From an optimization exercise on the open Yosys and OpenROAD flow, aimed at small area, a short achievable clock period and few clock cycles per item; shortcuts taken in it are not production practice. No run shown here included a check of the RTL's function; only the layout flow was run.

==> flow/design.v (outline; a module is shown in full before it is edited, if it fits) <==
// module sr_gen: 2707 lines
// module sr_fa: 10 lines
// module sr_x3: 8 lines
module sr_gen (
    input  wire        clk,
    input  wire        rst,
    input  wire        in_valid,
    output wire        in_ready,
    input  wire        in_load,
    input  wire [63:0] in_j,
    input  wire [63:0] in_s,
    input  wire [31:0] in_t,
    input  wire [47:0] in_x,
    output wire        out_valid,
    input  wire        out_ready,
    output wire [23:0] out_u
);
  // ...
==> flow/flow/run.sh <==
#!/bin/bash
# Layout: the standard flow (standard.sh) with the standard synthesis
# unchanged. After synthesis two things differ from the standard run:
#  - the port buffers are buf_2 cells instead of the delay cell that
#    buffer_ports picks by default (every port still gets its buffer);
#  - the delay cells (clkdlybuf4s*, dlygate*, dlymetal*) are added to the
#    platform's don't-use list, so the repair of slew, capacitance and long
#    wires uses plain buffers.
# Each tool's output goes to a log file of its own in this folder.
set -euo pipefail
bash standard.sh synth > synth.log 2>&1
FULL=$(make -s -C "$FLOW_HOME" DESIGN_CONFIG="$PWD/config.mk" WORK_HOME="$PWD/orfs" \
       print-DONT_USE_CELLS 2> print_dont_use.log | sed -n 's/^DONT_USE_CELLS: //p')
DU="$FULL"
for c in clkdlybuf4s15_1 clkdlybuf4s15_2 clkdlybuf4s18_1 clkdlybuf4s18_2 \
         clkdlybuf4s25_1 clkdlybuf4s25_2 clkdlybuf4s50_1 clkdlybuf4s50_2 \
         dlygate4sd1_1 dlygate4sd2_1 dlygate4sd3_1 \
         dlymetal6s2s_1 dlymetal6s4s_1 dlymetal6s6s_1; do
  DU="$DU sky130_fd_sc_hd__$c"
done
echo "DONT_USE_CELLS=$DU" > dont_use.txt
bash standard.sh "DONT_USE_CELLS=$DU" \
  "BUFFER_PORTS_ARGS=-buffer_cell sky130_fd_sc_hd__buf_2" finish > layout.log 2>&1
==> flow/standard.sh <==
#!/bin/bash
# synth_recipe.tcl (not shown) runs the flow's synth.tcl, then flattens the netlist and writes it again
# the make line also repeats each setting of config.mk as NAME=value (left out here)
make -C /OpenROAD-flow-scripts/flow DESIGN_CONFIG=/design/flow/config.mk WORK_HOME=/design/flow/orfs CLKGATE_MAP_FILE= SYNTH_SCRIPT=/design/flow/synth_recipe.tcl "${@:-finish}"
==> flow/config.mk <==
export PLATFORM = sky130hd
export DESIGN_NAME = sr_gen
export DESIGN_NICKNAME = sr_gen
export VERILOG_FILES = /design/flow/design.v
export SDC_FILE = /design/flow/constraint.sdc
export NUM_CORES = 4
export LEC_CHECK = 0
export CAP_MARGIN = 50
export CORE_MARGIN = 2
export CORE_UTILIZATION = 50
export PLACE_DENSITY = 0.65
export SETUP_SLACK_MARGIN = 0.4
export SLEW_MARGIN = 80
export SYNTH_HIERARCHICAL = 1
==> flow/constraint.sdc <==
create_clock -name core_clock -period 12.0 [get_ports {clk}]
set_input_delay 2.4000 -clock core_clock [delete_from_list [all_inputs] [get_ports {clk}]]
set_output_delay 2.4000 -clock core_clock [all_outputs]
set_load 0.01 [all_outputs]
==> results.json, run 1 <==
{
  "synth_mux_area_frac": 0.02084,
  "synth_edf_count": 180,
  "rr_worst_depth": 9,
  "place_congestion": 1.027,
  "crit_required_ns": 12.57,
  "multi_input_area_um2": 40850,
  "grt_pass1_wl_mm": 283.5,
  "use_met2": 0.5490,
  "synth_top_family_by_area": "adder cells",
  "clk_pin_slew_ns": 0.07,
  "outcome": "complete, no violations",
  "worst_slack_ns": 7.592,
  "cts-root-buf": "clkbuf_16",
  "yosys-top-cells-count": "1220 x fa_1, 568 x dfxtp_1, 259 x a21oi_1",
  "hold_buffers": 0,
  "slew-limit-headroom": 0.8035,
  "clock_buffers": 116,
  "worstSkewPairLatency_ns": 0.71,
  "setup_tns_ns": 0,
  "synthAdderAreaFrac": 0.4597,
  "dieArea_um2": 116000,
  "antenna_cells": 3,
  "nWellTaps": 1500,
  "tightest_slew_ns": 0.2866,
  "cts_num_sinks": 748
}
==> run 2: changes to the inputs <==
--- a/flow/design.v
+++ b/flow/design.v
@@ -746,17 +746,17 @@
     sr_fa ta_fata_s358 (.a(ta_s353), .b(ta_s354), .c(ta_s355), .s(ta_s358), .co(ta_c358));
     wire ta_s359, ta_c359;
     sr_fa ta_fata_s359 (.a(ta_s356), .b(ta_c342), .c(ta_c343), .s(ta_s359), .co(ta_c359));
     wire ta_s360, ta_c360;
     sr_fa ta_fata_s360 (.a(ta_s357), .b(ta_s358), .c(ta_c344), .s(ta_s360), .co(ta_c360));
     wire ta_s361, ta_c361;
     sr_fa ta_fata_s361 (.a(ta_c345), .b(ta_s359), .c(ta_s360), .s(ta_s361), .co(ta_c361));
     wire ta_s362, ta_c362;
-    sr_fa ta_fata_s362 (.a(ta_c346), .b(ta_s361), .c(ta_c347), .s(ta_s362), .co(ta_c362));
+    sr_fa ta_fata_s362 (.a(cs1[0]), .b(cs1[1]), .c(cs1[2]), .s(ta_s362), .co(ta_c362));
     wire ta_s363, ta_c363;
     sr_fa ta_fata_s363 (.a(na1[49]), .b(a1[47]), .c(a1[45]), .s(ta_s363), .co(ta_c363));
     wire ta_s364, ta_c364;
     sr_fa ta_fata_s364 (.a(na1[42]), .b(na1[40]), .c(a1[32]), .s(ta_s364), .co(ta_c364));
     wire ta_s365, ta_c365;
     sr_fa ta_fata_s365 (.a(na1[30]), .b(na1[28]), .c(a1[26]), .s(ta_s365), .co(ta_c365));
     wire ta_s366, ta_c366;
     sr_fa ta_fata_s366 (.a(na1[24]), .b(a1[22]), .c(na1[20]), .s(ta_s366), .co(ta_c366));
@@ -776,17 +776,17 @@
     sr_fa ta_fata_s373 (.a(ta_c356), .b(ta_s368), .c(ta_s369), .s(ta_s373), .co(ta_c373));
     wire ta_s374, ta_c374;
     sr_fa ta_fata_s374 (.a(ta_s370), .b(ta_s371), .c(ta_c357), .s(ta_s374), .co(ta_c374));
     wire ta_s375, ta_c375;
     sr_fa ta_fata_s375 (.a(ta_c358), .b(ta_s372), .c(ta_s373), .s(ta_s375), .co(ta_c375));
     wire ta_s376, ta_c376;
     sr_fa ta_fata_s376 (.a(ta_c359), .b(ta_s374), .c(ta_s375), .s(ta_s376), .co(ta_c376));
     wire ta_s377, ta_c377;
-    sr_fa ta_fata_s377 (.a(ta_c360), .b(ta_s376), .c(ta_c361), .s(ta_s377), .co(ta_c377));
+    sr_fa ta_fata_s377 (.a(cs1[3]), .b(cs1[4]), .c(cs1[5]), .s(ta_s377), .co(ta_c377));
     wire ta_s378, ta_c378;
     sr_fa ta_fata_s378 (.a(na1[50]), .b(a1[48]), .c(a1[46]), .s(ta_s378), .co(ta_c378));
     wire ta_s379, ta_c379;
     sr_fa ta_fata_s379 (.a(na1[43]), .b(na1[41]), .c(a1[33]), .s(ta_s379), .co(ta_c379));
     wire ta_s380, ta_c380;
     sr_fa ta_fata_s380 (.a(na1[31]), .b(na1[29]), .c(a1[27]), .s(ta_s380), .co(ta_c380));
     wire ta_s381, ta_c381;
     sr_fa ta_fata_s381 (.a(na1[25]), .b(a1[23]), .c(na1[21]), .s(ta_s381), .co(ta_c381));
@@ -838,17 +838,17 @@
     sr_fa ta_fata_s404 (.a(ta_s399), .b(ta_s400), .c(ta_s401), .s(ta_s404), .co(ta_c404));
     wire ta_s405, ta_c405;
     sr_fa ta_fata_s405 (.a(ta_c387), .b(ta_c388), .c(ta_s402), .s(ta_s405), .co(ta_c405));
     wire ta_s406, ta_c406;
     sr_fa ta_fata_s406 (.a(ta_s403), .b(ta_s404), .c(ta_c389), .s(ta_s406), .co(ta_c406));
     wire ta_s407, ta_c407;
     sr_fa ta_fata_s407 (.a(ta_c390), .b(ta_s405), .c(ta_c391), .s(ta_s407), .co(ta_c407));
     wire ta_s408, ta_c408;
-    sr_fa ta_fata_s408 (.a(ta_s406), .b(ta_c392), .c(ta_s407), .s(ta_s408), .co(ta_c408));
+    sr_fa ta_fata_s408 (.a(cs1[6]), .b(cs1[7]), .c(cs1[8]), .s(ta_s408), .co(ta_c408));
     wire ta_s409, ta_c409;
     sr_fa ta_fata_s409 (.a(na1[52]), .b(a1[50]), .c(a1[48]), .s(ta_s409), .co(ta_c409));
     wire ta_s410, ta_c410;
     sr_fa ta_fata_s410 (.a(na1[45]), .b(na1[43]), .c(a1[35]), .s(ta_s410), .co(ta_c410));
     wire ta_s411, ta_c411;
     sr_fa ta_fata_s411 (.a(na1[33]), .b(na1[31]), .c(a1[29]), .s(ta_s411), .co(ta_c411));
     wire ta_s412, ta_c412;
     sr_fa ta_fata_s412 (.a(na1[27]), .b(a1[25]), .c(na1[23]), .s(ta_s412), .co(ta_c412));
@@ -870,17 +870,17 @@
     sr_fa ta_fata_s420 (.a(ta_s415), .b(ta_s416), .c(ta_s417), .s(ta_s420), .co(ta_c420));
     wire ta_s421, ta_c421;
     sr_fa ta_fata_s421 (.a(ta_s418), .b(ta_c402), .c(ta_c403), .s(ta_s421), .co(ta_c421));
     wire ta_s422, ta_c422;
     sr_fa ta_fata_s422 (.a(ta_c404), .b(ta_s419), .c(ta_s420), .s(ta_s422), .co(ta_c422));
     wire ta_s423, ta_c423;
     sr_fa ta_fata_s423 (.a(ta_c405), .b(ta_s421), .c(ta_s422), .s(ta_s423), .co(ta_c423));
     wire ta_s424, ta_c424;
-    sr_fa ta_fata_s424 (.a(ta_c406), .b(ta_s423), .c(ta_c407), .s(ta_s424), .co(ta_c424));
+    sr_fa ta_fata_s424 (.a(cs1[9]), .b(cs1[10]), .c(cs1[11]), .s(ta_s424), .co(ta_c424));
     wire ta_s425, ta_c425;
     sr_fa ta_fata_s425 (.a(na1[53]), .b(a1[51]), .c(a1[49]), .s(ta_s425), .co(ta_c425));
     wire ta_s426, ta_c426;
     sr_fa ta_fata_s426 (.a(na1[46]), .b(na1[44]), .c(a1[36]), .s(ta_s426), .co(ta_c426));
     wire ta_s427, ta_c427;
     sr_fa ta_fata_s427 (.a(na1[34]), .b(na1[32]), .c(a1[30]), .s(ta_s427), .co(ta_c427));
     wire ta_s428, ta_c428;
     sr_fa ta_fata_s428 (.a(na1[28]), .b(a1[26]), .c(na1[24]), .s(ta_s428), .co(ta_c428));
@@ -1156,17 +1156,17 @@
     sr_fa ta_fata_s563 (.a(ta_s559), .b(ta_c541), .c(ta_c542), .s(ta_s563), .co(ta_c563));
     wire ta_s564, ta_c564;
     sr_fa ta_fata_s564 (.a(ta_s560), .b(ta_c543), .c(ta_s561), .s(ta_s564), .co(ta_c564));
     wire ta_s565, ta_c565;
     sr_fa ta_fata_s565 (.a(ta_s562), .b(ta_c544), .c(ta_s563), .s(ta_s565), .co(ta_c565));
     wire ta_s566, ta_c566;
     sr_fa ta_fata_s566 (.a(ta_c545), .b(ta_s564), .c(ta_c546), .s(ta_s566), .co(ta_c566));
     wire ta_s567, ta_c567;
-    sr_fa ta_fata_s567 (.a(ta_c547), .b(ta_s565), .c(ta_c548), .s(ta_s567), .co(ta_c567));
+    sr_fa ta_fata_s567 (.a(cs1[12]), .b(cs1[13]), .c(cs1[14]), .s(ta_s567), .co(ta_c567));
     wire ta_s568, ta_c568;
     sr_fa ta_fata_s568 (.a(na1[61]), .b(a1[59]), .c(a1[57]), .s(ta_s568), .co(ta_c568));
     wire ta_s569, ta_c569;
     sr_fa ta_fata_s569 (.a(na1[54]), .b(na1[52]), .c(a1[44]), .s(ta_s569), .co(ta_c569));
     wire ta_s570, ta_c570;
     sr_fa ta_fata_s570 (.a(na1[42]), .b(na1[40]), .c(a1[38]), .s(ta_s570), .co(ta_c570));
     wire ta_s571, ta_c571;
     sr_fa ta_fata_s571 (.a(na1[36]), .b(a1[34]), .c(na1[32]), .s(ta_s571), .co(ta_c571));
@@ -1196,17 +1196,17 @@
     sr_fa ta_fata_s583 (.a(ta_c560), .b(ta_c561), .c(ta_c562), .s(ta_s583), .co(ta_c583));
     wire ta_s584, ta_c584;
     sr_fa ta_fata_s584 (.a(ta_s580), .b(ta_s581), .c(ta_s582), .s(ta_s584), .co(ta_c584));
     wire ta_s585, ta_c585;
     sr_fa ta_fata_s585 (.a(ta_c563), .b(ta_c564), .c(ta_s583), .s(ta_s585), .co(ta_c585));
     wire ta_s586 = ~1'b0 ^ ta_s584 ^ ta_c565;
     wire ta_c586 = (~1'b0 & ta_s584) | (~1'b0 & ta_c565) | (ta_s584 & ta_c565);
     wire ta_s587, ta_c587;
-    sr_fa ta_fata_s587 (.a(ta_s585), .b(ta_s586), .c(ta_c566), .s(ta_s587), .co(ta_c587));
+    sr_fa ta_fata_s587 (.a(cs1[15]), .b(cs1[16]), .c(cs1[17]), .s(ta_s587), .co(ta_c587));
     wire ta_s588, ta_c588;
     sr_fa ta_fata_s588 (.a(na1[62]), .b(a1[60]), .c(a1[58]), .s(ta_s588), .co(ta_c588));
     wire ta_s589, ta_c589;
     sr_fa ta_fata_s589 (.a(na1[55]), .b(na1[53]), .c(a1[45]), .s(ta_s589), .co(ta_c589));
     wire ta_s590, ta_c590;
     sr_fa ta_fata_s590 (.a(na1[43]), .b(na1[41]), .c(a1[39]), .s(ta_s590), .co(ta_c590));
     wire ta_s591, ta_c591;
     sr_fa ta_fata_s591 (.a(na1[37]), .b(a1[35]), .c(na1[33]), .s(ta_s591), .co(ta_c591));
@@ -1236,17 +1236,17 @@
     sr_fa ta_fata_s603 (.a(ta_s599), .b(ta_c580), .c(ta_c581), .s(ta_s603), .co(ta_c603));
     wire ta_s604, ta_c604;
     sr_fa ta_fata_s604 (.a(ta_c582), .b(ta_s600), .c(ta_s601), .s(ta_s604), .co(ta_c604));
     wire ta_s605, ta_c605;
     sr_fa ta_fata_s605 (.a(ta_s602), .b(ta_c583), .c(ta_s603), .s(ta_s605), .co(ta_c605));
     wire ta_s606, ta_c606;
     sr_fa ta_fata_s606 (.a(ta_c584), .b(ta_s604), .c(ta_c585), .s(ta_s606), .co(ta_c606));
     wire ta_s607, ta_c607;
-    sr_fa ta_fata_s607 (.a(ta_s605), .b(ta_c586), .c(ta_s606), .s(ta_s607), .co(ta_c607));
+    sr_fa ta_fata_s607 (.a(cs1[18]), .b(cs1[19]), .c(cs1[20]), .s(ta_s607), .co(ta_c607));
     wire ta_s608;
     sr_x3 ta_xta_s608 (.a(na1[63]), .b(a1[61]), .c(a1[59]), .s(ta_s608));
     wire ta_s609;
     sr_x3 ta_xta_s609 (.a(na1[56]), .b(na1[54]), .c(a1[46]), .s(ta_s609));
     wire ta_s610;
     sr_x3 ta_xta_s610 (.a(na1[44]), .b(na1[42]), .c(a1[40]), .s(ta_s610));
     wire ta_s611;
     sr_x3 ta_xta_s611 (.a(na1[38]), .b(a1[36]), .c(na1[34]), .s(ta_s611));
@@ -1276,20 +1276,20 @@
     sr_x3 ta_xta_s623 (.a(ta_s619), .b(ta_c600), .c(ta_c601), .s(ta_s623));
     wire ta_s624;
     sr_x3 ta_xta_s624 (.a(ta_c602), .b(ta_s620), .c(ta_s621), .s(ta_s624));
     wire ta_s625;
     sr_x3 ta_xta_s625 (.a(ta_s622), .b(ta_c603), .c(ta_c604), .s(ta_s625));
     wire ta_s626;
     sr_x3 ta_xta_s626 (.a(ta_s623), .b(ta_s624), .c(ta_c605), .s(ta_s626));
     wire ta_s627;
-    sr_x3 ta_xta_s627 (.a(ta_s625), .b(ta_c606), .c(ta_s626), .s(ta_s627));
-    reg  [117:0] cs1;
-    wire [117:0] cs1_d = {ta_s627, ta_c607, ta_s607, ta_c587, ta_s587, ta_c567, ta_s567, ta_s566, ta_s548, ta_c529, ta_s529, ta_c511, ta_s511, ta_c493, ta_s493, ta_c475, ta_s475, ta_c458, ta_s458, ta_c441, ta_s441, ta_c424, ta_s424, ta_c408, ta_s408, ta_s392, ta_c377, ta_s377, ta_c362, ta_s362, ta_s347, ta_c333, ta_s333, ta_c319, ta_s319, ta_c305, ta_s305, ta_c291, ta_s291, ta_c277, ta_s277, ta_c263, ta_s263, ta_c249, ta_s249, ta_c235, ta_s235, ta_c222, ta_s222, ta_c209, ta_s209, ta_c197, ta_s197, ta_c185, ta_s185, ta_c173, ta_s173, ta_c162, ta_s162, ta_c151, ta_s151, ta_c140, ta_s140, ta_s129, ta_c119, ta_s119, ta_c109, ta_s109, ta_c100, ta_s100, ta_s91, ta_c83, ta_s83, ta_c75, ta_s75, ta_c68, ta_s68, ta_s61, ta_c55, ta_s55, ta_c49, ta_s49, ta_c44, ta_s44, ta_c39, ta_s39, ta_c35, ta_s35, ta_s31, ta_c28, ta_s28, ta_c25, ta_s25, ta_c22, ta_s22, ta_c19, ta_s19, ta_c16, ta_s16, ta_c13, ta_s13, ta_c10, ta_s10, ta_c7, ta_s7, ta_c5, ta_s5, ta_s3, ta_c2, ta_s2, ta_c1, ta_s1, a1[1], na1[3], a1[0], na1[2], na1[1], na1[0]};
-    wire [63:0] pa_628 = {cs1[116], cs1[114], cs1[112], cs1[110], cs1[108], cs1[106], cs1[104], cs1[102], cs1[100], cs1[98], cs1[96], cs1[94], cs1[93], cs1[91], cs1[89], cs1[88], cs1[86], cs1[84], cs1[82], cs1[80], cs1[78], cs1[76], cs1[74], cs1[72], cs1[70], cs1[68], cs1[66], cs1[64], cs1[62], cs1[60], cs1[58], cs1[56], cs1[55], cs1[53], cs1[51], cs1[49], cs1[48], cs1[46], cs1[44], cs1[42], cs1[41], cs1[39], cs1[37], cs1[35], cs1[33], cs1[31], cs1[30], cs1[28], cs1[26], cs1[24], cs1[22], cs1[20], cs1[18], cs1[16], cs1[14], cs1[12], 1'b1, cs1[9], cs1[7], cs1[6], cs1[4], cs1[2], cs1[1], cs1[0]} + {cs1[117], cs1[115], cs1[113], cs1[111], cs1[109], cs1[107], cs1[105], cs1[103], cs1[101], cs1[99], cs1[97], cs1[95], 1'b0, cs1[92], cs1[90], 1'b0, cs1[87], cs1[85], cs1[83], cs1[81], cs1[79], cs1[77], cs1[75], cs1[73], cs1[71], cs1[69], cs1[67], cs1[65], cs1[63], cs1[61], cs1[59], cs1[57], 1'b0, cs1[54], cs1[52], cs1[50], 1'b0, cs1[47], cs1[45], cs1[43], 1'b0, cs1[40], cs1[38], cs1[36], cs1[34], cs1[32], 1'b0, cs1[29], cs1[27], cs1[25], cs1[23], cs1[21], cs1[19], cs1[17], cs1[15], cs1[13], cs1[11], cs1[10], cs1[8], 1'b0, cs1[5], cs1[3], 1'b0, 1'b1};
+    sr_x3 ta_xta_s627 (.a(cs1[21]), .b(cs1[22]), .c(cs1[23]), .s(ta_s627));
+    reg  [126:0] cs1;
+    wire [126:0] cs1_d = {ta_s566, ta_s548, ta_c529, ta_s529, ta_c511, ta_s511, ta_c493, ta_s493, ta_c475, ta_s475, ta_c458, ta_s458, ta_c441, ta_s441, ta_s392, ta_s347, ta_c333, ta_s333, ta_c319, ta_s319, ta_c305, ta_s305, ta_c291, ta_s291, ta_c277, ta_s277, ta_c263, ta_s263, ta_c249, ta_s249, ta_c235, ta_s235, ta_c222, ta_s222, ta_c209, ta_s209, ta_c197, ta_s197, ta_c185, ta_s185, ta_c173, ta_s173, ta_c162, ta_s162, ta_c151, ta_s151, ta_c140, ta_s140, ta_s129, ta_c119, ta_s119, ta_c109, ta_s109, ta_c100, ta_s100, ta_s91, ta_c83, ta_s83, ta_c75, ta_s75, ta_c68, ta_s68, ta_s61, ta_c55, ta_s55, ta_c49, ta_s49, ta_c44, ta_s44, ta_c39, ta_s39, ta_c35, ta_s35, ta_s31, ta_c28, ta_s28, ta_c25, ta_s25, ta_c22, ta_s22, ta_c19, ta_s19, ta_c16, ta_s16, ta_c13, ta_s13, ta_c10, ta_s10, ta_c7, ta_s7, ta_c5, ta_s5, ta_s3, ta_c2, ta_s2, ta_c1, ta_s1, a1[1], na1[3], a1[0], na1[2], na1[1], na1[0], ta_s626, ta_c606, ta_s625, ta_s606, ta_c586, ta_s605, ta_c566, ta_s586, ta_s585, ta_c548, ta_s565, ta_c547, ta_c407, ta_s423, ta_c406, ta_s407, ta_c392, ta_s406, ta_c361, ta_s376, ta_c360, ta_c347, ta_s361, ta_c346};
+    wire [63:0] pa_628 = {ta_c607, ta_c587, ta_c567, cs1[126], cs1[124], cs1[122], cs1[120], cs1[118], cs1[116], cs1[114], ta_c424, ta_c408, ta_s408, ta_c377, ta_c362, ta_s362, cs1[110], cs1[108], cs1[106], cs1[104], cs1[102], cs1[100], cs1[98], cs1[96], cs1[94], cs1[92], cs1[90], cs1[88], cs1[86], cs1[84], cs1[82], cs1[80], cs1[79], cs1[77], cs1[75], cs1[73], cs1[72], cs1[70], cs1[68], cs1[66], cs1[65], cs1[63], cs1[61], cs1[59], cs1[57], cs1[55], cs1[54], cs1[52], cs1[50], cs1[48], cs1[46], cs1[44], cs1[42], cs1[40], cs1[38], cs1[36], 1'b1, cs1[33], cs1[31], cs1[30], cs1[28], cs1[26], cs1[25], cs1[24]} + {ta_s627, ta_s607, ta_s587, ta_s567, cs1[125], cs1[123], cs1[121], cs1[119], cs1[117], cs1[115], cs1[113], ta_s424, 1'b0, cs1[112], ta_s377, 1'b0, cs1[111], cs1[109], cs1[107], cs1[105], cs1[103], cs1[101], cs1[99], cs1[97], cs1[95], cs1[93], cs1[91], cs1[89], cs1[87], cs1[85], cs1[83], cs1[81], 1'b0, cs1[78], cs1[76], cs1[74], 1'b0, cs1[71], cs1[69], cs1[67], 1'b0, cs1[64], cs1[62], cs1[60], cs1[58], cs1[56], 1'b0, cs1[53], cs1[51], cs1[49], cs1[47], cs1[45], cs1[43], cs1[41], cs1[39], cs1[37], cs1[35], cs1[34], cs1[32], 1'b0, cs1[29], cs1[27], 1'b0, 1'b1};
     wire [63:0] m1 = {pa_628[63], pa_628[62], pa_628[61], pa_628[60], pa_628[59], pa_628[58], pa_628[57], pa_628[56], pa_628[55], pa_628[54], pa_628[53], pa_628[52], pa_628[51], pa_628[50], pa_628[49], pa_628[48], pa_628[47], pa_628[46], pa_628[45], pa_628[44], pa_628[43], pa_628[42], pa_628[41], pa_628[40], pa_628[39], pa_628[38], pa_628[37], pa_628[36], pa_628[35], pa_628[34], pa_628[33], pa_628[32], pa_628[31], pa_628[30], pa_628[29], pa_628[28], pa_628[27], pa_628[26], pa_628[25], pa_628[24], pa_628[23], pa_628[22], pa_628[21], pa_628[20], pa_628[19], pa_628[18], pa_628[17], pa_628[16], pa_628[15], pa_628[14], pa_628[13], pa_628[12], pa_628[11], pa_628[10], pa_628[9], pa_628[8], pa_628[7], pa_628[6], pa_628[5], pa_628[4], pa_628[3], pa_628[2], pa_628[1], pa_628[0]};
     wire [63:0] a2_d = m1 ^ (m1 >> 29);
     wire tb_s629, tb_c629;
     sr_fa tb_fatb_s629 (.a(a2[6]), .b(a2[4]), .c(na2[0]), .s(tb_s629), .co(tb_c629));
     wire tb_s630, tb_c630;
     sr_fa tb_fatb_s630 (.a(a2[7]), .b(a2[5]), .c(na2[1]), .s(tb_s630), .co(tb_c630));
     wire tb_s631, tb_c631;
     sr_fa tb_fatb_s631 (.a(a2[8]), .b(a2[6]), .c(na2[2]), .s(tb_s631), .co(tb_c631));
@@ -1721,17 +1721,17 @@
     sr_fa tb_fatb_s844 (.a(tb_c828), .b(tb_c829), .c(tb_c830), .s(tb_s844), .co(tb_c844));
     wire tb_s845, tb_c845;
     sr_fa tb_fatb_s845 (.a(tb_s841), .b(tb_s842), .c(tb_s843), .s(tb_s845), .co(tb_c845));
     wire tb_s846, tb_c846;
     sr_fa tb_fatb_s846 (.a(tb_c831), .b(tb_c832), .c(tb_s844), .s(tb_s846), .co(tb_c846));
     wire tb_s847, tb_c847;
     sr_fa tb_fatb_s847 (.a(tb_s845), .b(tb_c833), .c(tb_s846), .s(tb_s847), .co(tb_c847));
     wire tb_s848, tb_c848;
-    sr_fa tb_fatb_s848 (.a(tb_c834), .b(tb_s847), .c(tb_c835), .s(tb_s848), .co(tb_c848));
+    sr_fa tb_fatb_s848 (.a(cs2[0]), .b(cs2[1]), .c(cs2[2]), .s(tb_s848), .co(tb_c848));
     wire tb_s849, tb_c849;
     sr_fa tb_fatb_s849 (.a(a2[39]), .b(a2[37]), .c(na2[33]), .s(tb_s849), .co(tb_c849));
     wire tb_s850, tb_c850;
     sr_fa tb_fatb_s850 (.a(a2[29]), .b(na2[27]), .c(na2[25]), .s(tb_s850), .co(tb_c850));
     wire tb_s851, tb_c851;
     sr_fa tb_fatb_s851 (.a(na2[22]), .b(na2[19]), .c(a2[16]), .s(tb_s851), .co(tb_c851));
     wire tb_s852, tb_c852;
     sr_fa tb_fatb_s852 (.a(a2[14]), .b(na2[12]), .c(a2[10]), .s(tb_s852), .co(tb_c852));
@@ -1801,17 +1801,17 @@
     sr_fa tb_fatb_s884 (.a(tb_c868), .b(tb_c869), .c(tb_s880), .s(tb_s884), .co(tb_c884));
     wire tb_s885, tb_c885;
     sr_fa tb_fatb_s885 (.a(tb_s881), .b(tb_s882), .c(tb_c870), .s(tb_s885), .co(tb_c885));
     wire tb_s886, tb_c886;
     sr_fa tb_fatb_s886 (.a(tb_s883), .b(tb_c871), .c(tb_s884), .s(tb_s886), .co(tb_c886));
     wire tb_s887, tb_c887;
     sr_fa tb_fatb_s887 (.a(tb_c872), .b(tb_s885), .c(tb_s886), .s(tb_s887), .co(tb_c887));
     wire tb_s888, tb_c888;
-    sr_fa tb_fatb_s888 (.a(tb_c873), .b(tb_s887), .c(tb_c874), .s(tb_s888), .co(tb_c888));
+    sr_fa tb_fatb_s888 (.a(cs2[3]), .b(cs2[4]), .c(cs2[5]), .s(tb_s888), .co(tb_c888));
     wire tb_s889, tb_c889;
     sr_fa tb_fatb_s889 (.a(a2[42]), .b(a2[40]), .c(na2[36]), .s(tb_s889), .co(tb_c889));
     wire tb_s890, tb_c890;
     sr_fa tb_fatb_s890 (.a(a2[32]), .b(na2[30]), .c(na2[28]), .s(tb_s890), .co(tb_c890));
     wire tb_s891, tb_c891;
     sr_fa tb_fatb_s891 (.a(na2[25]), .b(na2[22]), .c(a2[19]), .s(tb_s891), .co(tb_c891));
     wire tb_s892, tb_c892;
     sr_fa tb_fatb_s892 (.a(a2[17]), .b(na2[15]), .c(a2[13]), .s(tb_s892), .co(tb_c892));
@@ -1887,17 +1887,17 @@
     sr_fa tb_fatb_s927 (.a(tb_s922), .b(tb_s923), .c(tb_s924), .s(tb_s927), .co(tb_c927));
     wire tb_s928, tb_c928;
     sr_fa tb_fatb_s928 (.a(tb_s925), .b(tb_c911), .c(tb_c912), .s(tb_s928), .co(tb_c928));
     wire tb_s929, tb_c929;
     sr_fa tb_fatb_s929 (.a(tb_s926), .b(tb_s927), .c(tb_c913), .s(tb_s929), .co(tb_c929));
     wire tb_s930, tb_c930;
     sr_fa tb_fatb_s930 (.a(tb_c914), .b(tb_s928), .c(tb_s929), .s(tb_s930), .co(tb_c930));
     wire tb_s931, tb_c931;
-    sr_fa tb_fatb_s931 (.a(tb_c915), .b(tb_s930), .c(tb_c916), .s(tb_s931), .co(tb_c931));
+    sr_fa tb_fatb_s931 (.a(cs2[6]), .b(cs2[7]), .c(cs2[8]), .s(tb_s931), .co(tb_c931));
     wire tb_s932, tb_c932;
     sr_fa tb_fatb_s932 (.a(a2[45]), .b(a2[43]), .c(na2[39]), .s(tb_s932), .co(tb_c932));
     wire tb_s933, tb_c933;
     sr_fa tb_fatb_s933 (.a(a2[35]), .b(na2[33]), .c(na2[31]), .s(tb_s933), .co(tb_c933));
     wire tb_s934, tb_c934;
     sr_fa tb_fatb_s934 (.a(na2[28]), .b(na2[25]), .c(a2[22]), .s(tb_s934), .co(tb_c934));
     wire tb_s935, tb_c935;
     sr_fa tb_fatb_s935 (.a(a2[20]), .b(na2[18]), .c(a2[16]), .s(tb_s935), .co(tb_c935));
@@ -2147,17 +2147,17 @@
     sr_fa tb_fatb_s1057 (.a(tb_s1053), .b(tb_c1037), .c(tb_c1038), .s(tb_s1057), .co(tb_c1057));
     wire tb_s1058, tb_c1058;
     sr_fa tb_fatb_s1058 (.a(tb_s1054), .b(tb_c1039), .c(tb_s1055), .s(tb_s1058), .co(tb_c1058));
     wire tb_s1059, tb_c1059;
     sr_fa tb_fatb_s1059 (.a(tb_s1056), .b(tb_c1040), .c(tb_s1057), .s(tb_s1059), .co(tb_c1059));
     wire tb_s1060, tb_c1060;
     sr_fa tb_fatb_s1060 (.a(tb_c1041), .b(tb_s1058), .c(tb_c1042), .s(tb_s1060), .co(tb_c1060));
     wire tb_s1061, tb_c1061;
-    sr_fa tb_fatb_s1061 (.a(tb_s1059), .b(tb_c1043), .c(tb_s1060), .s(tb_s1061), .co(tb_c1061));
+    sr_fa tb_fatb_s1061 (.a(cs2[9]), .b(cs2[10]), .c(cs2[11]), .s(tb_s1061), .co(tb_c1061));
     wire tb_s1062, tb_c1062;
     sr_fa tb_fatb_s1062 (.a(a2[53]), .b(a2[51]), .c(na2[47]), .s(tb_s1062), .co(tb_c1062));
     wire tb_s1063, tb_c1063;
     sr_fa tb_fatb_s1063 (.a(a2[43]), .b(na2[41]), .c(na2[39]), .s(tb_s1063), .co(tb_c1063));
     wire tb_s1064, tb_c1064;
     sr_fa tb_fatb_s1064 (.a(na2[36]), .b(na2[33]), .c(a2[30]), .s(tb_s1064), .co(tb_c1064));
     wire tb_s1065, tb_c1065;
     sr_fa tb_fatb_s1065 (.a(a2[28]), .b(na2[26]), .c(a2[24]), .s(tb_s1065), .co(tb_c1065));
@@ -2183,17 +2183,17 @@
     sr_fa tb_fatb_s1075 (.a(tb_s1071), .b(tb_c1054), .c(tb_c1055), .s(tb_s1075), .co(tb_c1075));
     wire tb_s1076, tb_c1076;
     sr_fa tb_fatb_s1076 (.a(tb_s1072), .b(tb_c1056), .c(tb_s1073), .s(tb_s1076), .co(tb_c1076));
     wire tb_s1077, tb_c1077;
     sr_fa tb_fatb_s1077 (.a(tb_s1074), .b(tb_c1057), .c(tb_c1058), .s(tb_s1077), .co(tb_c1077));
     wire tb_s1078, tb_c1078;
     sr_fa tb_fatb_s1078 (.a(tb_s1075), .b(tb_s1076), .c(tb_c1059), .s(tb_s1078), .co(tb_c1078));
     wire tb_s1079, tb_c1079;
-    sr_fa tb_fatb_s1079 (.a(tb_s1077), .b(tb_c1060), .c(tb_s1078), .s(tb_s1079), .co(tb_c1079));
+    sr_fa tb_fatb_s1079 (.a(cs2[12]), .b(cs2[13]), .c(cs2[14]), .s(tb_s1079), .co(tb_c1079));
     wire tb_s1080, tb_c1080;
     sr_fa tb_fatb_s1080 (.a(a2[54]), .b(a2[52]), .c(na2[48]), .s(tb_s1080), .co(tb_c1080));
     wire tb_s1081, tb_c1081;
     sr_fa tb_fatb_s1081 (.a(a2[44]), .b(na2[42]), .c(na2[40]), .s(tb_s1081), .co(tb_c1081));
     wire tb_s1082, tb_c1082;
     sr_fa tb_fatb_s1082 (.a(na2[37]), .b(na2[34]), .c(a2[31]), .s(tb_s1082), .co(tb_c1082));
     wire tb_s1083, tb_c1083;
     sr_fa tb_fatb_s1083 (.a(a2[29]), .b(na2[27]), .c(a2[25]), .s(tb_s1083), .co(tb_c1083));
@@ -2220,18 +2220,18 @@
     wire tb_s1094, tb_c1094;
     sr_fa tb_fatb_s1094 (.a(tb_c1072), .b(tb_c1073), .c(tb_s1091), .s(tb_s1094), .co(tb_c1094));
     wire tb_s1095, tb_c1095;
     sr_fa tb_fatb_s1095 (.a(tb_c1074), .b(tb_s1092), .c(tb_s1093), .s(tb_s1095), .co(tb_c1095));
     wire tb_s1096, tb_c1096;
     sr_fa tb_fatb_s1096 (.a(tb_c1075), .b(tb_c1076), .c(tb_s1094), .s(tb_s1096), .co(tb_c1096));
     wire tb_s1097, tb_c1097;
     sr_fa tb_fatb_s1097 (.a(tb_s1095), .b(tb_c1077), .c(tb_s1096), .s(tb_s1097), .co(tb_c1097));
-    wire tb_s1098 = ~1'b0 ^ tb_c1078 ^ tb_s1097;
-    wire tb_c1098 = (~1'b0 & tb_c1078) | (~1'b0 & tb_s1097) | (tb_c1078 & tb_s1097);
+    wire tb_s1098 = ~1'b0 ^ cs2[15] ^ cs2[16];
+    wire tb_c1098 = (~1'b0 & cs2[15]) | (~1'b0 & cs2[16]) | (cs2[15] & cs2[16]);
     wire tb_s1099, tb_c1099;
     sr_fa tb_fatb_s1099 (.a(a2[55]), .b(a2[53]), .c(na2[49]), .s(tb_s1099), .co(tb_c1099));
     wire tb_s1100, tb_c1100;
     sr_fa tb_fatb_s1100 (.a(a2[45]), .b(na2[43]), .c(na2[41]), .s(tb_s1100), .co(tb_c1100));
     wire tb_s1101, tb_c1101;
     sr_fa tb_fatb_s1101 (.a(na2[38]), .b(na2[35]), .c(a2[32]), .s(tb_s1101), .co(tb_c1101));
     wire tb_s1102, tb_c1102;
     sr_fa tb_fatb_s1102 (.a(a2[30]), .b(na2[28]), .c(a2[26]), .s(tb_s1102), .co(tb_c1102));
@@ -2259,17 +2259,17 @@
     sr_fa tb_fatb_s1113 (.a(tb_s1109), .b(tb_c1091), .c(tb_c1092), .s(tb_s1113), .co(tb_c1113));
     wire tb_s1114, tb_c1114;
     sr_fa tb_fatb_s1114 (.a(tb_s1110), .b(tb_c1093), .c(tb_s1111), .s(tb_s1114), .co(tb_c1114));
     wire tb_s1115, tb_c1115;
     sr_fa tb_fatb_s1115 (.a(tb_s1112), .b(tb_c1094), .c(tb_s1113), .s(tb_s1115), .co(tb_c1115));
     wire tb_s1116, tb_c1116;
     sr_fa tb_fatb_s1116 (.a(tb_c1095), .b(tb_s1114), .c(tb_c1096), .s(tb_s1116), .co(tb_c1116));
     wire tb_s1117, tb_c1117;
-    sr_fa tb_fatb_s1117 (.a(tb_s1115), .b(tb_c1097), .c(tb_s1116), .s(tb_s1117), .co(tb_c1117));
+    sr_fa tb_fatb_s1117 (.a(cs2[17]), .b(cs2[18]), .c(cs2[19]), .s(tb_s1117), .co(tb_c1117));
     wire tb_s1118, tb_c1118;
     sr_fa tb_fatb_s1118 (.a(a2[56]), .b(a2[54]), .c(na2[50]), .s(tb_s1118), .co(tb_c1118));
     wire tb_s1119, tb_c1119;
     sr_fa tb_fatb_s1119 (.a(a2[46]), .b(na2[44]), .c(na2[42]), .s(tb_s1119), .co(tb_c1119));
     wire tb_s1120, tb_c1120;
     sr_fa tb_fatb_s1120 (.a(na2[39]), .b(na2[36]), .c(a2[33]), .s(tb_s1120), .co(tb_c1120));
     wire tb_s1121, tb_c1121;
     sr_fa tb_fatb_s1121 (.a(a2[31]), .b(na2[29]), .c(a2[27]), .s(tb_s1121), .co(tb_c1121));
@@ -2297,17 +2297,17 @@
     sr_fa tb_fatb_s1132 (.a(tb_s1128), .b(tb_c1110), .c(tb_c1111), .s(tb_s1132), .co(tb_c1132));
     wire tb_s1133, tb_c1133;
     sr_fa tb_fatb_s1133 (.a(tb_s1129), .b(tb_c1112), .c(tb_s1130), .s(tb_s1133), .co(tb_c1133));
     wire tb_s1134, tb_c1134;
     sr_fa tb_fatb_s1134 (.a(tb_s1131), .b(tb_c1113), .c(tb_c1114), .s(tb_s1134), .co(tb_c1134));
     wire tb_s1135, tb_c1135;
     sr_fa tb_fatb_s1135 (.a(tb_s1132), .b(tb_s1133), .c(tb_c1115), .s(tb_s1135), .co(tb_c1135));
     wire tb_s1136, tb_c1136;
-    sr_fa tb_fatb_s1136 (.a(tb_s1134), .b(tb_c1116), .c(tb_s1135), .s(tb_s1136), .co(tb_c1136));
+    sr_fa tb_fatb_s1136 (.a(cs2[20]), .b(cs2[21]), .c(cs2[22]), .s(tb_s1136), .co(tb_c1136));
     wire tb_s1137, tb_c1137;
     sr_fa tb_fatb_s1137 (.a(a2[57]), .b(a2[55]), .c(na2[51]), .s(tb_s1137), .co(tb_c1137));
     wire tb_s1138, tb_c1138;
     sr_fa tb_fatb_s1138 (.a(a2[47]), .b(na2[45]), .c(na2[43]), .s(tb_s1138), .co(tb_c1138));
     wire tb_s1139, tb_c1139;
     sr_fa tb_fatb_s1139 (.a(na2[40]), .b(na2[37]), .c(a2[34]), .s(tb_s1139), .co(tb_c1139));
     wire tb_s1140, tb_c1140;
     sr_fa tb_fatb_s1140 (.a(a2[32]), .b(na2[30]), .c(a2[28]), .s(tb_s1140), .co(tb_c1140));
@@ -2337,17 +2337,17 @@
     sr_fa tb_fatb_s1152 (.a(tb_c1129), .b(tb_c1130), .c(tb_c1131), .s(tb_s1152), .co(tb_c1152));
     wire tb_s1153, tb_c1153;
     sr_fa tb_fatb_s1153 (.a(tb_s1149), .b(tb_s1150), .c(tb_s1151), .s(tb_s1153), .co(tb_c1153));
     wire tb_s1154, tb_c1154;
     sr_fa tb_fatb_s1154 (.a(tb_c1132), .b(tb_c1133), .c(tb_s1152), .s(tb_s1154), .co(tb_c1154));
     wire tb_s1155 = ~1'b0 ^ tb_s1153 ^ tb_c1134;
     wire tb_c1155 = (~1'b0 & tb_s1153) | (~1'b0 & tb_c1134) | (tb_s1153 & tb_c1134);
     wire tb_s1156, tb_c1156;
-    sr_fa tb_fatb_s1156 (.a(tb_s1154), .b(tb_s1155), .c(tb_c1135), .s(tb_s1156), .co(tb_c1156));
+    sr_fa tb_fatb_s1156 (.a(cs2[23]), .b(cs2[24]), .c(cs2[25]), .s(tb_s1156), .co(tb_c1156));
     wire tb_s1157, tb_c1157;
     sr_fa tb_fatb_s1157 (.a(a2[58]), .b(a2[56]), .c(na2[52]), .s(tb_s1157), .co(tb_c1157));
     wire tb_s1158, tb_c1158;
     sr_fa tb_fatb_s1158 (.a(a2[48]), .b(na2[46]), .c(na2[44]), .s(tb_s1158), .co(tb_c1158));
     wire tb_s1159, tb_c1159;
     sr_fa tb_fatb_s1159 (.a(na2[41]), .b(na2[38]), .c(a2[35]), .s(tb_s1159), .co(tb_c1159));
     wire tb_s1160, tb_c1160;
     sr_fa tb_fatb_s1160 (.a(a2[33]), .b(na2[31]), .c(a2[29]), .s(tb_s1160), .co(tb_c1160));
@@ -2377,17 +2377,17 @@
     sr_fa tb_fatb_s1172 (.a(tb_s1168), .b(tb_c1149), .c(tb_c1150), .s(tb_s1172), .co(tb_c1172));
     wire tb_s1173, tb_c1173;
     sr_fa tb_fatb_s1173 (.a(tb_c1151), .b(tb_s1169), .c(tb_s1170), .s(tb_s1173), .co(tb_c1173));
     wire tb_s1174, tb_c1174;
     sr_fa tb_fatb_s1174 (.a(tb_s1171), .b(tb_c1152), .c(tb_s1172), .s(tb_s1174), .co(tb_c1174));
     wire tb_s1175, tb_c1175;
     sr_fa tb_fatb_s1175 (.a(tb_c1153), .b(tb_s1173), .c(tb_c1154), .s(tb_s1175), .co(tb_c1175));
     wire tb_s1176, tb_c1176;
-    sr_fa tb_fatb_s1176 (.a(tb_s1174), .b(tb_c1155), .c(tb_s1175), .s(tb_s1176), .co(tb_c1176));
+    sr_fa tb_fatb_s1176 (.a(cs2[26]), .b(cs2[27]), .c(cs2[28]), .s(tb_s1176), .co(tb_c1176));
     wire tb_s1177, tb_c1177;
     sr_fa tb_fatb_s1177 (.a(a2[59]), .b(a2[57]), .c(na2[53]), .s(tb_s1177), .co(tb_c1177));
     wire tb_s1178, tb_c1178;
     sr_fa tb_fatb_s1178 (.a(a2[49]), .b(na2[47]), .c(na2[45]), .s(tb_s1178), .co(tb_c1178));
     wire tb_s1179, tb_c1179;
     sr_fa tb_fatb_s1179 (.a(na2[42]), .b(na2[39]), .c(a2[36]), .s(tb_s1179), .co(tb_c1179));
     wire tb_s1180, tb_c1180;
     sr_fa tb_fatb_s1180 (.a(a2[34]), .b(na2[32]), .c(a2[30]), .s(tb_s1180), .co(tb_c1180));
@@ -2419,17 +2419,17 @@
     sr_fa tb_fatb_s1193 (.a(tb_c1170), .b(tb_s1189), .c(tb_c1171), .s(tb_s1193), .co(tb_c1193));
     wire tb_s1194, tb_c1194;
     sr_fa tb_fatb_s1194 (.a(tb_s1190), .b(tb_s1191), .c(tb_c1172), .s(tb_s1194), .co(tb_c1194));
     wire tb_s1195, tb_c1195;
     sr_fa tb_fatb_s1195 (.a(tb_c1173), .b(tb_s1192), .c(tb_s1193), .s(tb_s1195), .co(tb_c1195));
     wire tb_s1196, tb_c1196;
     sr_fa tb_fatb_s1196 (.a(tb_c1174), .b(tb_s1194), .c(tb_s1195), .s(tb_s1196), .co(tb_c1196));
     wire tb_s1197, tb_c1197;
-    sr_fa tb_fatb_s1197 (.a(tb_c1175), .b(tb_s1196), .c(tb_c1176), .s(tb_s1197), .co(tb_c1197));
+    sr_fa tb_fatb_s1197 (.a(cs2[29]), .b(cs2[30]), .c(tb_c1176), .s(tb_s1197), .co(tb_c1197));
     wire tb_s1198, tb_c1198;
     sr_fa tb_fatb_s1198 (.a(a2[60]), .b(a2[58]), .c(na2[54]), .s(tb_s1198), .co(tb_c1198));
     wire tb_s1199, tb_c1199;
     sr_fa tb_fatb_s1199 (.a(a2[50]), .b(na2[48]), .c(na2[46]), .s(tb_s1199), .co(tb_c1199));
     wire tb_s1200, tb_c1200;
     sr_fa tb_fatb_s1200 (.a(na2[43]), .b(na2[40]), .c(a2[37]), .s(tb_s1200), .co(tb_c1200));
     wire tb_s1201, tb_c1201;
     sr_fa tb_fatb_s1201 (.a(a2[35]), .b(na2[33]), .c(a2[31]), .s(tb_s1201), .co(tb_c1201));
@@ -2461,17 +2461,17 @@
     sr_fa tb_fatb_s1214 (.a(tb_c1190), .b(tb_c1191), .c(tb_s1210), .s(tb_s1214), .co(tb_c1214));
     wire tb_s1215, tb_c1215;
     sr_fa tb_fatb_s1215 (.a(tb_s1211), .b(tb_s1212), .c(tb_c1192), .s(tb_s1215), .co(tb_c1215));
     wire tb_s1216, tb_c1216;
     sr_fa tb_fatb_s1216 (.a(tb_s1213), .b(tb_c1193), .c(tb_s1214), .s(tb_s1216), .co(tb_c1216));
     wire tb_s1217, tb_c1217;
     sr_fa tb_fatb_s1217 (.a(tb_c1194), .b(tb_s1215), .c(tb_c1195), .s(tb_s1217), .co(tb_c1217));
     wire tb_s1218, tb_c1218;
-    sr_fa tb_fatb_s1218 (.a(tb_s1216), .b(tb_c1196), .c(tb_s1217), .s(tb_s1218), .co(tb_c1218));
+    sr_fa tb_fatb_s1218 (.a(cs2[31]), .b(cs2[32]), .c(cs2[33]), .s(tb_s1218), .co(tb_c1218));
     wire tb_s1219, tb_c1219;
     sr_fa tb_fatb_s1219 (.a(a2[61]), .b(a2[59]), .c(na2[55]), .s(tb_s1219), .co(tb_c1219));
     wire tb_s1220, tb_c1220;
     sr_fa tb_fatb_s1220 (.a(a2[51]), .b(na2[49]), .c(na2[47]), .s(tb_s1220), .co(tb_c1220));
     wire tb_s1221, tb_c1221;
     sr_fa tb_fatb_s1221 (.a(na2[44]), .b(na2[41]), .c(a2[38]), .s(tb_s1221), .co(tb_c1221));
     wire tb_s1222, tb_c1222;
     sr_fa tb_fatb_s1222 (.a(a2[36]), .b(na2[34]), .c(a2[32]), .s(tb_s1222), .co(tb_c1222));
@@ -2503,19 +2503,19 @@
     sr_fa tb_fatb_s1235 (.a(tb_s1231), .b(tb_c1210), .c(tb_c1211), .s(tb_s1235), .co(tb_c1235));
     wire tb_s1236, tb_c1236;
     sr_fa tb_fatb_s1236 (.a(tb_c1212), .b(tb_s1232), .c(tb_s1233), .s(tb_s1236), .co(tb_c1236));
     wire tb_s1237, tb_c1237;
     sr_fa tb_fatb_s1237 (.a(tb_s1234), .b(tb_c1213), .c(tb_c1214), .s(tb_s1237), .co(tb_c1237));
     wire tb_s1238, tb_c1238;
     sr_fa tb_fatb_s1238 (.a(tb_s1235), .b(tb_s1236), .c(tb_c1215), .s(tb_s1238), .co(tb_c1238));
     wire tb_s1239, tb_c1239;
-    sr_fa tb_fatb_s1239 (.a(tb_c1216), .b(tb_s1237), .c(tb_s1238), .s(tb_s1239), .co(tb_c1239));
+    sr_fa tb_fatb_s1239 (.a(cs2[34]), .b(cs2[35]), .c(cs2[36]), .s(tb_s1239), .co(tb_c1239));
     wire tb_s1240, tb_c1240;
-    sr_fa tb_fatb_s1240 (.a(tb_c1217), .b(tb_s1239), .c(tb_c1218), .s(tb_s1240), .co(tb_c1240));
+    sr_fa tb_fatb_s1240 (.a(cs2[37]), .b(tb_s1239), .c(tb_c1218), .s(tb_s1240), .co(tb_c1240));
     wire tb_s1241, tb_c1241;
     sr_fa tb_fatb_s1241 (.a(a2[62]), .b(a2[60]), .c(na2[56]), .s(tb_s1241), .co(tb_c1241));
     wire tb_s1242, tb_c1242;
     sr_fa tb_fatb_s1242 (.a(a2[52]), .b(na2[50]), .c(na2[48]), .s(tb_s1242), .co(tb_c1242));
     wire tb_s1243, tb_c1243;
     sr_fa tb_fatb_s1243 (.a(na2[45]), .b(na2[42]), .c(a2[39]), .s(tb_s1243), .co(tb_c1243));
     wire tb_s1244, tb_c1244;
     sr_fa tb_fatb_s1244 (.a(a2[37]), .b(na2[35]), .c(a2[33]), .s(tb_s1244), .co(tb_c1244));
@@ -2549,17 +2549,17 @@
     sr_fa tb_fatb_s1258 (.a(tb_c1233), .b(tb_s1254), .c(tb_c1234), .s(tb_s1258), .co(tb_c1258));
     wire tb_s1259, tb_c1259;
     sr_fa tb_fatb_s1259 (.a(tb_s1255), .b(tb_s1256), .c(tb_c1235), .s(tb_s1259), .co(tb_c1259));
     wire tb_s1260, tb_c1260;
     sr_fa tb_fatb_s1260 (.a(tb_s1257), .b(tb_c1236), .c(tb_s1258), .s(tb_s1260), .co(tb_c1260));
     wire tb_s1261, tb_c1261;
     sr_fa tb_fatb_s1261 (.a(tb_c1237), .b(tb_s1259), .c(tb_s1260), .s(tb_s1261), .co(tb_c1261));
     wire tb_s1262, tb_c1262;
-    sr_fa tb_fatb_s1262 (.a(tb_c1238), .b(tb_s1261), .c(tb_c1239), .s(tb_s1262), .co(tb_c1262));
+    sr_fa tb_fatb_s1262 (.a(cs2[38]), .b(cs2[39]), .c(tb_c1239), .s(tb_s1262), .co(tb_c1262));
     wire tb_s1263;
     sr_x3 tb_xtb_s1263 (.a(a2[63]), .b(a2[61]), .c(na2[57]), .s(tb_s1263));
     wire tb_s1264;
     sr_x3 tb_xtb_s1264 (.a(a2[53]), .b(na2[51]), .c(na2[49]), .s(tb_s1264));
     wire tb_s1265;
     sr_x3 tb_xtb_s1265 (.a(na2[46]), .b(na2[43]), .c(a2[40]), .s(tb_s1265));
     wire tb_s1266;
     sr_x3 tb_xtb_s1266 (.a(a2[38]), .b(na2[36]), .c(a2[34]), .s(tb_s1266));
@@ -2593,22 +2593,22 @@
     sr_x3 tb_xtb_s1280 (.a(tb_c1254), .b(tb_c1255), .c(tb_s1276), .s(tb_s1280));
     wire tb_s1281;
     sr_x3 tb_xtb_s1281 (.a(tb_c1256), .b(tb_s1277), .c(tb_s1278), .s(tb_s1281));
     wire tb_s1282;
     sr_x3 tb_xtb_s1282 (.a(tb_s1279), .b(tb_c1257), .c(tb_c1258), .s(tb_s1282));
     wire tb_s1283;
     sr_x3 tb_xtb_s1283 (.a(tb_s1280), .b(tb_s1281), .c(tb_c1259), .s(tb_s1283));
     wire tb_s1284;
-    sr_x3 tb_xtb_s1284 (.a(tb_c1260), .b(tb_s1282), .c(tb_s1283), .s(tb_s1284));
+    sr_x3 tb_xtb_s1284 (.a(cs2[40]), .b(cs2[41]), .c(cs2[42]), .s(tb_s1284));
     wire tb_s1285;
-    sr_x3 tb_xtb_s1285 (.a(tb_c1261), .b(tb_s1284), .c(tb_c1262), .s(tb_s1285));
-    reg  [112:0] cs2;
-    wire [112:0] cs2_d = {tb_s1285, tb_s1262, tb_c1240, tb_s1240, tb_s1218, tb_c1197, tb_s1197, tb_s1176, tb_c1156, tb_s1156, tb_c1136, tb_s1136, tb_c1117, tb_s1117, tb_c1098, tb_s1098, tb_c1079, tb_s1079, tb_c1061, tb_s1061, tb_s1043, tb_c1026, tb_s1026, tb_c1009, tb_s1009, tb_c993, tb_s993, tb_c977, tb_s977, tb_c961, tb_s961, tb_c946, tb_s946, tb_c931, tb_s931, tb_s916, tb_c902, tb_s902, tb_c888, tb_s888, tb_s874, tb_c861, tb_s861, tb_c848, tb_s848, tb_s835, tb_c823, tb_s823, tb_c811, tb_s811, tb_c799, tb_s799, tb_s787, tb_c776, tb_s776, tb_c765, tb_s765, tb_c755, tb_s755, tb_c745, tb_s745, tb_s735, tb_c726, tb_s726, tb_c717, tb_s717, tb_c709, tb_s709, tb_s701, tb_c694, tb_s694, tb_s687, tb_c681, tb_s681, tb_c675, tb_s675, tb_c669, tb_s669, tb_c664, tb_s664, tb_c659, tb_s659, tb_c654, tb_s654, tb_c650, tb_s650, tb_c646, tb_s646, tb_c642, tb_s642, tb_c639, tb_s639, tb_c636, tb_s636, tb_c634, tb_s634, tb_s632, tb_c631, tb_s631, tb_c630, tb_s630, tb_c629, tb_s629, a2[3], a2[5], a2[2], a2[4], a2[1], a2[3], a2[0], a2[2], a2[1], a2[0]};
-    wire [63:0] pb_1286 = {cs2[112], cs2[110], cs2[109], cs2[107], cs2[106], cs2[104], cs2[102], cs2[100], cs2[98], cs2[96], cs2[94], cs2[93], cs2[91], cs2[89], cs2[87], cs2[85], cs2[83], cs2[81], cs2[79], cs2[78], cs2[76], cs2[74], cs2[73], cs2[71], cs2[69], cs2[68], cs2[66], cs2[64], cs2[62], cs2[61], cs2[59], cs2[57], cs2[55], cs2[53], cs2[52], cs2[50], cs2[48], cs2[46], cs2[45], cs2[43], cs2[42], cs2[40], cs2[38], cs2[36], cs2[34], cs2[32], cs2[30], cs2[28], cs2[26], cs2[24], cs2[22], cs2[20], cs2[18], cs2[17], cs2[15], cs2[13], cs2[11], 1'b1, cs2[8], cs2[6], cs2[4], cs2[2], cs2[1], cs2[0]} + {1'b0, cs2[111], 1'b0, cs2[108], 1'b0, cs2[105], cs2[103], cs2[101], cs2[99], cs2[97], cs2[95], 1'b0, cs2[92], cs2[90], cs2[88], cs2[86], cs2[84], cs2[82], cs2[80], 1'b0, cs2[77], cs2[75], 1'b0, cs2[72], cs2[70], 1'b0, cs2[67], cs2[65], cs2[63], 1'b0, cs2[60], cs2[58], cs2[56], cs2[54], 1'b0, cs2[51], cs2[49], cs2[47], 1'b0, cs2[44], 1'b0, cs2[41], cs2[39], cs2[37], cs2[35], cs2[33], cs2[31], cs2[29], cs2[27], cs2[25], cs2[23], cs2[21], cs2[19], 1'b0, cs2[16], cs2[14], cs2[12], cs2[10], cs2[9], cs2[7], cs2[5], cs2[3], 1'b0, 1'b0};
+    sr_x3 tb_xtb_s1285 (.a(cs2[43]), .b(tb_s1284), .c(tb_c1262), .s(tb_s1285));
+    reg  [126:0] cs2;
+    wire [126:0] cs2_d = {tb_s1043, tb_c1026, tb_s1026, tb_c1009, tb_s1009, tb_c993, tb_s993, tb_c977, tb_s977, tb_c961, tb_s961, tb_c946, tb_s946, tb_s916, tb_c902, tb_s902, tb_s874, tb_c861, tb_s861, tb_s835, tb_c823, tb_s823, tb_c811, tb_s811, tb_c799, tb_s799, tb_s787, tb_c776, tb_s776, tb_c765, tb_s765, tb_c755, tb_s755, tb_c745, tb_s745, tb_s735, tb_c726, tb_s726, tb_c717, tb_s717, tb_c709, tb_s709, tb_s701, tb_c694, tb_s694, tb_s687, tb_c681, tb_s681, tb_c675, tb_s675, tb_c669, tb_s669, tb_c664, tb_s664, tb_c659, tb_s659, tb_c654, tb_s654, tb_c650, tb_s650, tb_c646, tb_s646, tb_c642, tb_s642, tb_c639, tb_s639, tb_c636, tb_s636, tb_c634, tb_s634, tb_s632, tb_c631, tb_s631, tb_c630, tb_s630, tb_c629, tb_s629, a2[5], a2[4], a2[3], a2[2], a2[1], a2[0], tb_c1261, tb_s1283, tb_s1282, tb_c1260, tb_s1261, tb_c1238, tb_c1217, tb_s1238, tb_s1237, tb_c1216, tb_s1217, tb_c1196, tb_s1216, tb_s1196, tb_c1175, tb_s1175, tb_c1155, tb_s1174, tb_c1135, tb_s1155, tb_s1154, tb_s1135, tb_c1116, tb_s1134, tb_s1116, tb_c1097, tb_s1115, tb_s1097, tb_c1078, tb_s1078, tb_c1060, tb_s1077, tb_s1060, tb_c1043, tb_s1059, tb_c916, tb_s930, tb_c915, tb_c874, tb_s887, tb_c873, tb_c835, tb_s847, tb_c834};
+    wire [63:0] pb_1286 = {tb_s1285, tb_c1240, tb_s1240, tb_c1197, tb_s1197, tb_c1156, tb_c1136, tb_c1117, tb_c1098, tb_c1079, tb_c1061, tb_s1061, cs2[125], cs2[123], cs2[121], cs2[119], cs2[117], cs2[115], tb_c931, tb_s931, cs2[112], tb_c888, tb_s888, cs2[109], tb_c848, tb_s848, cs2[106], cs2[104], cs2[102], cs2[101], cs2[99], cs2[97], cs2[95], cs2[93], cs2[92], cs2[90], cs2[88], cs2[86], cs2[85], cs2[83], cs2[82], cs2[80], cs2[78], cs2[76], cs2[74], cs2[72], cs2[70], cs2[68], cs2[66], cs2[64], cs2[62], cs2[60], cs2[58], cs2[57], cs2[55], cs2[53], cs2[51], 1'b1, cs2[49], cs2[48], cs2[47], cs2[46], cs2[45], cs2[44]} + {1'b0, tb_s1262, 1'b0, tb_s1218, 1'b0, tb_s1176, tb_s1156, tb_s1136, tb_s1117, tb_s1098, tb_s1079, 1'b0, cs2[126], cs2[124], cs2[122], cs2[120], cs2[118], cs2[116], cs2[114], 1'b0, cs2[113], cs2[111], 1'b0, cs2[110], cs2[108], 1'b0, cs2[107], cs2[105], cs2[103], 1'b0, cs2[100], cs2[98], cs2[96], cs2[94], 1'b0, cs2[91], cs2[89], cs2[87], 1'b0, cs2[84], 1'b0, cs2[81], cs2[79], cs2[77], cs2[75], cs2[73], cs2[71], cs2[69], cs2[67], cs2[65], cs2[63], cs2[61], cs2[59], 1'b0, cs2[56], cs2[54], cs2[52], cs2[50], cs2[47], cs2[46], cs2[45], cs2[44], 1'b0, 1'b0};
     wire [63:0] m2 = {pb_1286[63], pb_1286[62], pb_1286[61], pb_1286[60], pb_1286[59], pb_1286[58], pb_1286[57], pb_1286[56], pb_1286[55], pb_1286[54], pb_1286[53], pb_1286[52], pb_1286[51], pb_1286[50], pb_1286[49], pb_1286[48], pb_1286[47], pb_1286[46], pb_1286[45], pb_1286[44], pb_1286[43], pb_1286[42], pb_1286[41], pb_1286[40], pb_1286[39], pb_1286[38], pb_1286[37], pb_1286[36], pb_1286[35], pb_1286[34], pb_1286[33], pb_1286[32], pb_1286[31], pb_1286[30], pb_1286[29], pb_1286[28], pb_1286[27], pb_1286[26], pb_1286[25], pb_1286[24], pb_1286[23], pb_1286[22], pb_1286[21], pb_1286[20], pb_1286[19], pb_1286[18], pb_1286[17], pb_1286[16], pb_1286[15], pb_1286[14], pb_1286[13], pb_1286[12], pb_1286[11], pb_1286[10], pb_1286[9], pb_1286[8], pb_1286[7], pb_1286[6], pb_1286[5], pb_1286[4], pb_1286[3], pb_1286[2], pb_1286[1], pb_1286[0]};
     wire [63:0] r = m2 ^ (m2 >> 32);
     reg         ov;
     reg  [23:0] ou;
     reg  [23:0] fifo [0:D-2];
     reg  [2:0]  wp, rp;
     reg  [D-2:0] fcnt;                  
     reg  [D-1:0] cnt;                   
==> flow/flow/run.sh (replaced) <==
#!/bin/bash
# Layout: the standard flow (standard.sh), with the standard synthesis
# unchanged. After synthesis the delay cells (clkdlybuf4s*, dlygate*,
# dlymetal*) are added to the don't-use list, so that port buffering and the
# repair of slew and long wires use plain buffers. Each step's output goes to
# a log file in this folder.
set -euo pipefail
bash standard.sh synth > synth.log 2>&1
DU=""
for c in clkdlybuf4s15_1 clkdlybuf4s15_2 clkdlybuf4s18_1 clkdlybuf4s18_2 \
         clkdlybuf4s25_1 clkdlybuf4s25_2 clkdlybuf4s50_1 clkdlybuf4s50_2 \
         dlygate4sd1_1 dlygate4sd2_1 dlygate4sd3_1 \
         dlymetal6s2s_1 dlymetal6s4s_1 dlymetal6s6s_1; do
  DU="$DU sky130_fd_sc_hd__$c"
done
DONT_USE_CELLS="$DU" bash standard.sh finish > layout.log 2>&1
==> results.json, run 2 <==
{
  "grt_pass1_wl_mm": 287.7,
  "synth_top_family_by_area": "adder cells",
  "finalCriticalPeriod_ns": 4.707,
  "cts_setup_buffers": 0,
  "synth_mux_area_frac": 0.02053,
  "synth_top_area_share": 0.4249,
  "yosys-top-cells-count": "1220 x fa_1, 595 x dfxtp_1, 264 x nor2_1",
  "synthAdderAreaFrac": 0.4532,
  "core_um2": 114200,
  "synth_nets": 5902,
  "clk_pin_slew_ns": 0.06,
  "synth-simple-area-share": 0.05906,
  "grt_overflow": 0,
  "hold_class": "flop to flop",
  "start_kind": "flop",
  "ys_types": 93,
  "cap_viol_max_count": 0,
  "synth_warnings": 7,
  "grt_max_degree": 43,
  "setup_violations": 0,
  "area_growth_pct": 21.35,
  "crit_path_max_fanout": 9,
  "async_flop_share": 0,
  "htree_levels": 3,
  "yosysSeqAreaShare": 0.3013,
  "r2r_slack_ns": 7.29,
  "ant_nets": 0,
  "worstSkewPairLatency_ns": 0.69,
  "skew_ns": 0.04380,
  "ys_seq_elements": 775,
  "tightest_slew_ns": 0.3069,
  "dp_hpwl_mm": 158.8,
  "vias": 39260,
  "top_regs": "cs1 (127), cs2 (127), fifo (120)",
  "synthesis.area_um2": 57470,
  "slew-limit-headroom": 0.7935,
  "synth_compound_area_frac": 0.08438,
  "drive_above_1_share": 0.1988,
  "dr.pass1.iters": 5,
  "synth_most_common_cell": "fa_1",
  "setup_tns_ns": 0,
  "final_area_um2": 69740,
  "dieArea_um2": 117700,
  "hold_viol": 0,
  "rsz0062_at_grt": "no",
  "hold_buffers": 0,
  "first_global_vias": 41610,
  "pin_count": 239,
  "cts_num_sinks": 775,
  "drt_iter0_drc": 4692,
  "crit_required_ns": 12.60,
  "start_util": 0.5033,
  "synth_area_leaders": "fa_1 42%, dfxtp_1 21%, edfxtp_1 9.4%, ha_1 2.8%, xnor2_1 2.2%",
  "num-fill-cells": 8793,
  "path_class": "flop to flop",
  "finalWirelength_mm": 199.7,
  "avgSynthCellArea_um2": 13.25,
  "layout_common_cells": "1212 x fa_1, 395 x dfxtp_1, 246 x clkdlybuf4s50_1",
  "end_kind": "flop",
  "synth_flop_cell": "dfxtp_1",
  "fin_crit_sh": 0.3922,
  "die_x_um": 343.0,
  "via_per_inst": 6.132,
  "wl_per_cell_um": 31.19,
  "yosys.area_share.xor_xnor": 0.05887,
  "synth_edf_count": 180,
  "cts_buffer_depth": 3,
  "track_usage": 0.3476,
  "final_max_slew_viol_count": 0,
  "nNetsFinal": 6378,
  "synth_top_area_cell": "fa_1",
  "antenna_found_initial": 5,
  "fmax_mhz": 212.5,
  "place_congestion": 1.014,
  "ctsResizeCount": 0,
  "port_buffers": 238,
  "row_count": 124,
  "cts_tree": "yes",
  "cts-root-buf": "clkbuf_16",
  "drc": 0,
  "die_h_um": 343.0,
  "postSynthCellCount": 4339,
  "outcome": "complete, no violations",
  "place_area_um2": 66020,
  "cts_buffers": 86,
  "worstPathArrival_ns": 5.31,
  "final_common_cell": "fa_1"
}
[run 2: changes by cell type after synthesis, moves of 8 or more]
cell / change
inv_1: -13
nor2_1: +12
xnor2_1: -17
nand4_1: +9
and3_1: +15
dfxtp_1: +27
a21oi_1: -21
nand3_1: -20
a32oi_1: +8
nor3_1: +8
a31oi_1: +10
[run 2: worst max-delay path, cell delays in order, from the launching register on]
cell             delay (ns)
dfxtp_1                0.31
ha_2                   0.48
and3_1                 0.33
nand4_1                0.25
clkbuf_2               0.21
a2111oi_4              0.26
clkdlybuf4s50_1        0.55
clkdlybuf4s50_1        0.48
clkdlybuf4s50_1        0.49
nor3_1                 0.05
and3b_1                0.38
xor2_2                 0.31
mux2i_1                0.23
a211oi_1               0.09
a211oi_1               0.20
[run 2: final timing paths]
path / startpoint / endpoint / cells after the start
setup / recovery: cs2[76] / key[3] / 14
hold / removal: k3 / k4 / 0
setup reg to reg: cs2[76] / key[3] / 14
hold reg to reg: k3 / k4 / 0
[run 2: area by class of cell]
| cell class | instances | area (um^2) | area share |
|---|---|---|---|
| multi-input cells | 3221 | 41310 | 0.5923 |
| clock buffers | 121 | 2405 | 0.03448 |
| clock inverters | 41 | 586.8 | 0.008414 |
| well taps | 1512 | 1892 | 0.02713 |
| inverters | 210 | 790.8 | 0.01134 |
| flip-flops and latches | 775 | 17810 | 0.2554 |
| diodes | 1 | 2.502 | 0.00003588 |
| repair buffers | 521 | 4940 | 0.07083 |
[run 2: through the flow]
step	cells	worst slack (ns)	utilization	hold slack (ns)
finish	6402	7.293	0.6108	0.4168
global route	6401	7.019	0.6107	0.4328
CTS	6373	7.350	0.6043	0.4306
detailed placement	6211	7.188	0.5781	0.4131
global placement	6042	6.761	0.5430	0.4033
floorplan	4339	5.469	-	0.4003
[run 2: cell families (layout without fill, tap and decap cells)]
logic type / after synthesis / after routing
AOI/OAI and AO/OA: 754 / 754
xor gates and xnor gates: 301 / 301
adders and majority gates: 1350 / 1350
buffers and inverters: 343 / 893
DFF: 775 / 775
muxes: 86 / 86
other: 0 / 1
and+or+nand+nor: 730 / 730
[run 2: modules after synthesis (local to each module, per instance)]
| module | area (um^2) | copies in the design | cells | flops+latches |
|---|---|---|---|---|
| sr_fa | 20.02 | 1219 | 1 | 0 |
| sr_x3 | 23.77 | 43 | 1 | 0 |
| sr_gen | 32050 | 1 | 3077 | 775 |
[run 2: per-layer routing]
metal / up-vias / routed length, um / GRT usage / part of all wire
met5: - / 13 / 0 / 0.000065
met1: 20320 / 72420 / 0.4425 / 0.36
met3: 633 / 21190 / 0.09225 / 0.11
li1: 15640 / - / - / -
met4: 2 / 12700 / 0.1749 / 0.064
met2: 2664 / 93330 / 0.5522 / 0.47

[re-timing with driven ports]
No port has a modelled driver above. Below, the same layouts with a new extraction and two added sets of constraints. Step 1, drivers: a clkbuf_16 drives clk and a buf_2 each remaining input, both assumed. Step 2 times the ports against the registers' clock, not the clock port: input delays grow and output delays shrink by t, the midpoint of the rising clock arrivals with the driver on. Slacks: ideal / step 1 / step 2; pairs: ideal / step 1.
run	t (ns)	setup WS [ns]	hold slack, ns	clock arrival spread, ns	pins driven straight from the clock port
run 1	0.746	7.592 / 7.592 / 7.502	0.419 / 0.419 / 0.419	0.056 / 0.057	1
run 2	0.743	7.293 / 7.293 / 7.159	0.417 / 0.417 / 0.417	0.044 / 0.044	1
After both steps every run listed still meets setup and hold. The setup slack of run 2, which loses most, moves by 0.000 ns with the drivers and by -0.134 ns with both steps.
